Source: an optimization exercise on an open RTL-to-GDS flow (aim: small area, a short achievable clock period and few clock cycles per item). Production flows keep margins and buffers that such runs may drop. Where RTL was checked, it was by simulation tests only, not by an equivalence proof against the original. Power and IR drop assume default switching activity.

==> flow/design.v <==
module oz_outer_fill (
    input  wire        clk,
    input  wire        rst,         
    input  wire        in_valid,
    output reg         in_ready,
    input  wire [7:0]  in_data,
    input  wire        in_erase,
    output reg         out_valid,
    output reg         out_fail,
    output wire [2:0]  out_cnt,
    output wire [23:0] out_pos,
    output wire [31:0] out_val
);
    function automatic [7:0] mul_a1(input [7:0] a);    
        mul_a1 = {a[6:0], 1'b0} ^ (a[7] ? 8'h1D : 8'h00);
    endfunction
    function automatic [7:0] gf_mul(input [7:0] a, input [7:0] b);
        reg [7:0] p;
        reg [7:0] x;
        integer   n;
        begin
            p = 8'h00;
            x = a;
            for (n = 0; n < 8; n = n + 1) begin
                p = p ^ (x & {8{b[n]}});
                x = mul_a1(x);
            end
            gf_mul = p;
        end
    endfunction
    function automatic [7:0] gf_sq(input [7:0] a);
        gf_sq = {a[6],
                 a[3] ^ a[5] ^ a[6],
                 a[5],
                 a[2] ^ a[4] ^ a[5] ^ a[7],
                 a[4] ^ a[6],
                 a[1] ^ a[4] ^ a[5] ^ a[6],
                 a[7],
                 a[0] ^ a[4] ^ a[6] ^ a[7]};
    endfunction
    function automatic [7:0] cm(input integer m, input [7:0] a);   
        case (m)
            0: cm = a;
            1: cm = mul_a1(a);
            2: cm = mul_a1(mul_a1(a));
            default: cm = mul_a1(mul_a1(mul_a1(a)));
        endcase
    endfunction
    function automatic [7:0] mul_am1(input [7:0] a);   
        mul_am1 = {1'b0, a[7:1]} ^ (a[0] ? 8'h8E : 8'h00);
    endfunction
    function automatic [7:0] rom_x(input [5:0] p);
        reg [7:0] h;
        begin
            case (p[5:2])
            4'd0: h = 8'ha1;
            4'd1: h = 8'hd2;
            4'd2: h = 8'ha0;
            4'd3: h = 8'h0a;
            4'd4: h = 8'h23;
            4'd5: h = 8'h77;
            4'd6: h = 8'h35;
            4'd7: h = 8'h9c;
            4'd8: h = 8'hc0;
            4'd9: h = 8'h0c;
            4'd10: h = 8'hc9;
            4'd11: h = 8'h5a;
            4'd12: h = 8'h26;
            4'd13: h = 8'he8;
            4'd14: h = 8'h80;
            4'd15: h = 8'h08;
                default: h = 8'h00;
            endcase
            if (p[0]) h = mul_am1(h);
            if (p[1]) h = mul_am1(mul_am1(h));
            rom_x = h;
        end
    endfunction
    reg        fwd, back;     
    reg  [5:0] idx;           
    reg  [2:0] nerr;          
    reg  [7:0] b  [0:3];
    reg  [5:0] pos[0:3];
    reg  [7:0] t;             
    reg  [1:0] k;             
    reg  [1:0] i;             
    reg  [1:0] bs;            
    reg  [1:0] asel;          
    reg        prep, fin;     
    reg        chk;           
    reg        flast;         
    reg        klast;         
    assign out_cnt  = nerr;
    assign out_pos  = {pos[3], pos[2], pos[1], pos[0]};
    assign out_val  = {b[3], b[2], b[1], b[0]};
    wire       recv   = in_ready;
    wire       take   = in_valid && in_ready;
    wire [7:0] sym    = in_erase ? 8'h00 : in_data;
    wire       first  = (idx == 6'd0);
    wire       lastp  = (idx == 6'd63);
    wire [2:0] ncur   = first ? 3'd0 : nerr;
    wire       z0     = (ncur == 3'd0);
    wire       z1     = (ncur == 3'd1);
    wire       z45    = (ncur == 3'd4) || (ncur == 3'd5);
    wire       z5     = (ncur == 3'd5);
    wire [2:0] ninc   = z5 ? 3'd5 : ncur + 3'd1;
    wire [2:0] nnext  = in_erase ? ninc : ncur;
    wire       nosolve = in_erase ? z45 : (z0 || z5);    
    wire       f_is1  = in_erase ? z0 : z1;
    wire [1:0] fm1    = nerr[1:0] - 2'd1;       
    wire       jend   = (i == fm1);             
    wire [7:0] xr     = rom_x(recv ? idx : pos[asel]);
    wire [7:0] bop  = b[bs];
    wire [7:0] mb   = fwd ? bop : gf_sq(bop);
    wire [7:0] ma   = {t[7:1] & {7{~fin}}, t[0] | fin};
    wire [7:0] prod = gf_mul(ma, mb);
    wire [7:0] add = recv ? sym : prod;
    reg  [7:0] base [0:3];
    reg  [3:0] ben;
    integer    q;
    always @(*) begin
        for (q = 0; q < 4; q = q + 1) begin
            ben[q] = take || ((fwd || (back && !prep)) && i == q) ||
                     (back && fin && k == q);
            if (recv)
                base[q] = first ? 8'h00 : cm(q, b[q]);
            else if (fwd || k == q)
                base[q] = b[q];
            else
                base[q] = 8'h00;
        end
    end
    reg bad;
    always @(*) begin
        bad = 1'b0;
        for (q = 0; q < 4; q = q + 1)
            if (q >= nerr && b[q] != 8'h00) bad = 1'b1;
    end
    wire done_cw  = take && lastp;
    wire solve_cw = done_cw && !nosolve;
    wire back_end = back && ((chk && (bad || nerr == 3'd1)) ||
                             (fin && jend && k == 2'd0));
    wire recv_nx  = (recv && !solve_cw) || back_end;
    always @(posedge clk) begin
        if (rst) begin
            in_ready  <= 1'b1;
            fwd       <= 1'b0;
            back      <= 1'b0;
            idx       <= 6'd0;
            out_valid <= 1'b0;
        end else begin
            in_ready  <= recv_nx;
            out_valid <= (done_cw && !solve_cw) || back_end;
            if (take || back)
                idx <= (back && (fin || back_end)) ? 6'd0 : idx + 6'd1;
            if (solve_cw)
                fwd <= 1'b1;
            if (fwd && flast && klast) begin
                fwd  <= 1'b0;
                back <= 1'b1;
            end
            if (back_end)
                back <= 1'b0;
        end
    end
    always @(posedge clk) begin
        for (q = 0; q < 4; q = q + 1)
            if (ben[q]) b[q] <= base[q] ^ add;
        if (recv && z0)
            t <= xr;
        if (recv) begin
            k     <= 2'd0;
            i     <= 2'd3;
            bs    <= 2'd2;
            flast <= 1'b0;
            fin   <= 1'b0;
            klast <= f_is1;
            asel  <= f_is1 ? 2'd0 : 2'd1;
        end
        if (take) begin
            if (in_erase && !ncur[2])
                pos[ncur[1:0]] <= idx;
            nerr <= nnext;
            if (done_cw)
                out_fail <= in_erase || !z0;
        end
        if (fwd) begin
            i     <= i - 2'd1;
            bs    <= bs - 2'd1;
            flast <= (i == k + 2'd2);
            if (flast) begin
                t <= xr;
                if (klast) begin
                    k     <= fm1 - 2'd1;
                    i     <= fm1;
                    bs    <= fm1;
                    asel  <= fm1 - 2'd1;
                    prep  <= 1'b1;
                    fin   <= 1'b0;
                    chk   <= 1'b1;
                end else begin
                    k     <= k + 2'd1;
                    i     <= 2'd3;
                    bs    <= 2'd2;
                    flast <= (k == 2'd1);
                    klast <= (k + 2'd1 == fm1) || (k == 2'd1);
                    asel  <= ((k + 2'd1 == fm1) || (k == 2'd1)) ? fm1 : k + 2'd2;
                end
            end
        end
        if (back) begin
            prep <= 1'b0;
            fin  <= (idx[2:0] == 3'd7);
            chk  <= 1'b0;
            if (prep) begin
                t    <= t ^ xr;
                asel <= jend ? k : i + 2'd1;
            end
            if (fin) begin
                t    <= xr;
                prep <= 1'b1;
                if (jend) begin
                    k    <= k - 2'd1;
                    i    <= k;
                    bs   <= k;
                    asel <= k - 2'd1;
                end else begin
                    i    <= i + 2'd1;
                    bs   <= bs + 2'd1;
                    asel <= k;
                end
            end
            if (back_end)
                out_fail <= chk && bad;
        end
    end
endmodule
==> flow/config.mk <==
export PLATFORM = sky130hd
export DESIGN_NAME = oz_outer_fill
export DESIGN_NICKNAME = oz_outer_fill
export VERILOG_FILES = /design/flow/design.v
export SDC_FILE = /design/flow/constraint.sdc
export NUM_CORES = 4
export LEC_CHECK = 0
export CAP_MARGIN = 20
export CORE_MARGIN = 2
export CORE_UTILIZATION = 40
export SLEW_MARGIN = 20
==> flow/constraint.sdc <==
create_clock -name core_clock -period 15.0 [get_ports {clk}]
set_input_delay 3.0000 -clock core_clock [delete_from_list [all_inputs] [get_ports {clk}]]
set_output_delay 3.0000 -clock core_clock [all_outputs]
set_load 0.01 [all_outputs]
standard.sh (not shown) runs the stock make flow with config.mk's settings and CLKGATE_MAP_FILE= SYNTH_SCRIPT=/design/flow/synth_recipe.tcl, a recipe that flattens the netlist after the stock synthesis.
==> flow/flow/run.sh <==
#!/bin/bash
# The standard layout (standard.sh: ORFS synthesis with synth_recipe.tcl, then
# floorplan to finish) with three changes, none to the design's registers or constraints:
#  - ABC maps the logic with an area-oriented script (flow/abc_area.script) in place of
#    ORFS's delay-oriented abc_speed.script; ORFS's scripts are otherwise used unchanged,
#    from a copy whose abc_speed.script is replaced;
#  - every port still gets a buffer, but a buf_1 cell instead of the default delay-buffer
#    cell (the resizer may upsize it);
#  - the resizer's setup repair aims for more slack than the 15 ns clock needs.
# The whole make output goes to make_layout.log; ORFS keeps each step's log under orfs/logs.
set -euo pipefail
here=$(pwd)
rm -rf "$here/orfs_scripts"
cp -r "$FLOW_HOME/scripts" "$here/orfs_scripts"
cp "$here/flow/abc_area.script" "$here/orfs_scripts/abc_speed.script"
export SCRIPTS_DIR="$here/orfs_scripts"
export BUFFER_PORTS_ARGS="-buffer_cell sky130_fd_sc_hd__buf_1"
export SETUP_SLACK_MARGIN=10.9
bash standard.sh > make_layout.log 2>&1
==> flow/flow/abc_area.script <==
strash
&get -n
&fraig -x
&put
scorr
dc2
strash
&get -n
&dch -f
&nf -R 1000
&put
strash
&get -n
&dch -f
&nf -R 1000
&put
The baseline produced a clean layout.
Testbench counts at the start, summed over its fixed seeds: cycles 185,935, items 2,400.
==> next run, changes <==
--- a/flow/design.v
+++ b/flow/design.v
@@ -89,6 +89,4 @@
     reg        prep, fin;     
     reg        chk;           
-    reg        flast;         
-    reg        klast;         
     assign out_cnt  = nerr;
     assign out_pos  = {pos[3], pos[2], pos[1], pos[0]};
@@ -110,4 +108,6 @@
     wire [1:0] fm1    = nerr[1:0] - 2'd1;       
     wire       jend   = (i == fm1);             
+    wire       flast  = (i == k + 2'd1);        
+    wire       klast  = (k == 2'd2) || (k == fm1);   
     wire [7:0] xr     = rom_x(recv ? idx : pos[asel]);
     wire [7:0] bop  = b[bs];
@@ -173,7 +173,5 @@
             i     <= 2'd3;
             bs    <= 2'd2;
-            flast <= 1'b0;
             fin   <= 1'b0;
-            klast <= f_is1;
             asel  <= f_is1 ? 2'd0 : 2'd1;
         end
@@ -188,5 +186,4 @@
             i     <= i - 2'd1;
             bs    <= bs - 2'd1;
-            flast <= (i == k + 2'd2);
             if (flast) begin
                 t <= xr;
@@ -203,6 +200,4 @@
                     i     <= 2'd3;
                     bs    <= 2'd2;
-                    flast <= (k == 2'd1);
-                    klast <= (k + 2'd1 == fm1) || (k == 2'd1);
                     asel  <= ((k + 2'd1 == fm1) || (k == 2'd1)) ? fm1 : k + 2'd2;
                 end
What happened:
- power is higher by about 13%
- cell count is lower by about 1%
- combinational power is higher by 26%
- wire length is higher by 1.6%
- first-iteration DRC count is lower by 12%
- worst setup slack is worse by 39 ps
- register-to-register slack is better by 100 ps
- core utilization is higher by 0.34 points
- area after synthesis is lower by 0.93%
- hold slack is better by 22 ps
- clock-buffer cell count is lower by 2
- design area is lower by 1.8%
- die area is lower by about 0.9%
The RTL of the second run of this note was laid out without a check of its function.

-- re-timing with driven ports --
Ports are ideal in the flow. The routed layouts listed here were re-timed in OpenROAD. Step 1, drivers: a clkbuf_16 drives clk and a buf_2 each remaining input, both assumed. Step 2, shift: input delay + t, output delay - t, t = (earliest + latest rising clock arrival at the registers) / 2. This alone moves slack from input paths to output paths. Three values: no drivers, after step 1, after step 2; two values: the first two.
run | t (ns) | setup slack, ns | hold slack, ns | clock arrival spread, ns | cell pins on the clock port's net
the first run | 0.394 | 10.948 / 10.911 / 10.558 | 0.483 / 0.483 / 0.483 | 0.010 / 0.009 | 1
the second run | 0.393 | 10.909 / 10.887 / 10.527 | 0.504 / 0.504 / 0.504 | 0.014 / 0.014 | 1
After both steps every run listed still meets setup and hold. For the first run, which loses most, drivers alone change the setup slack by -0.037 ns; drivers and shift together by -0.390 ns.
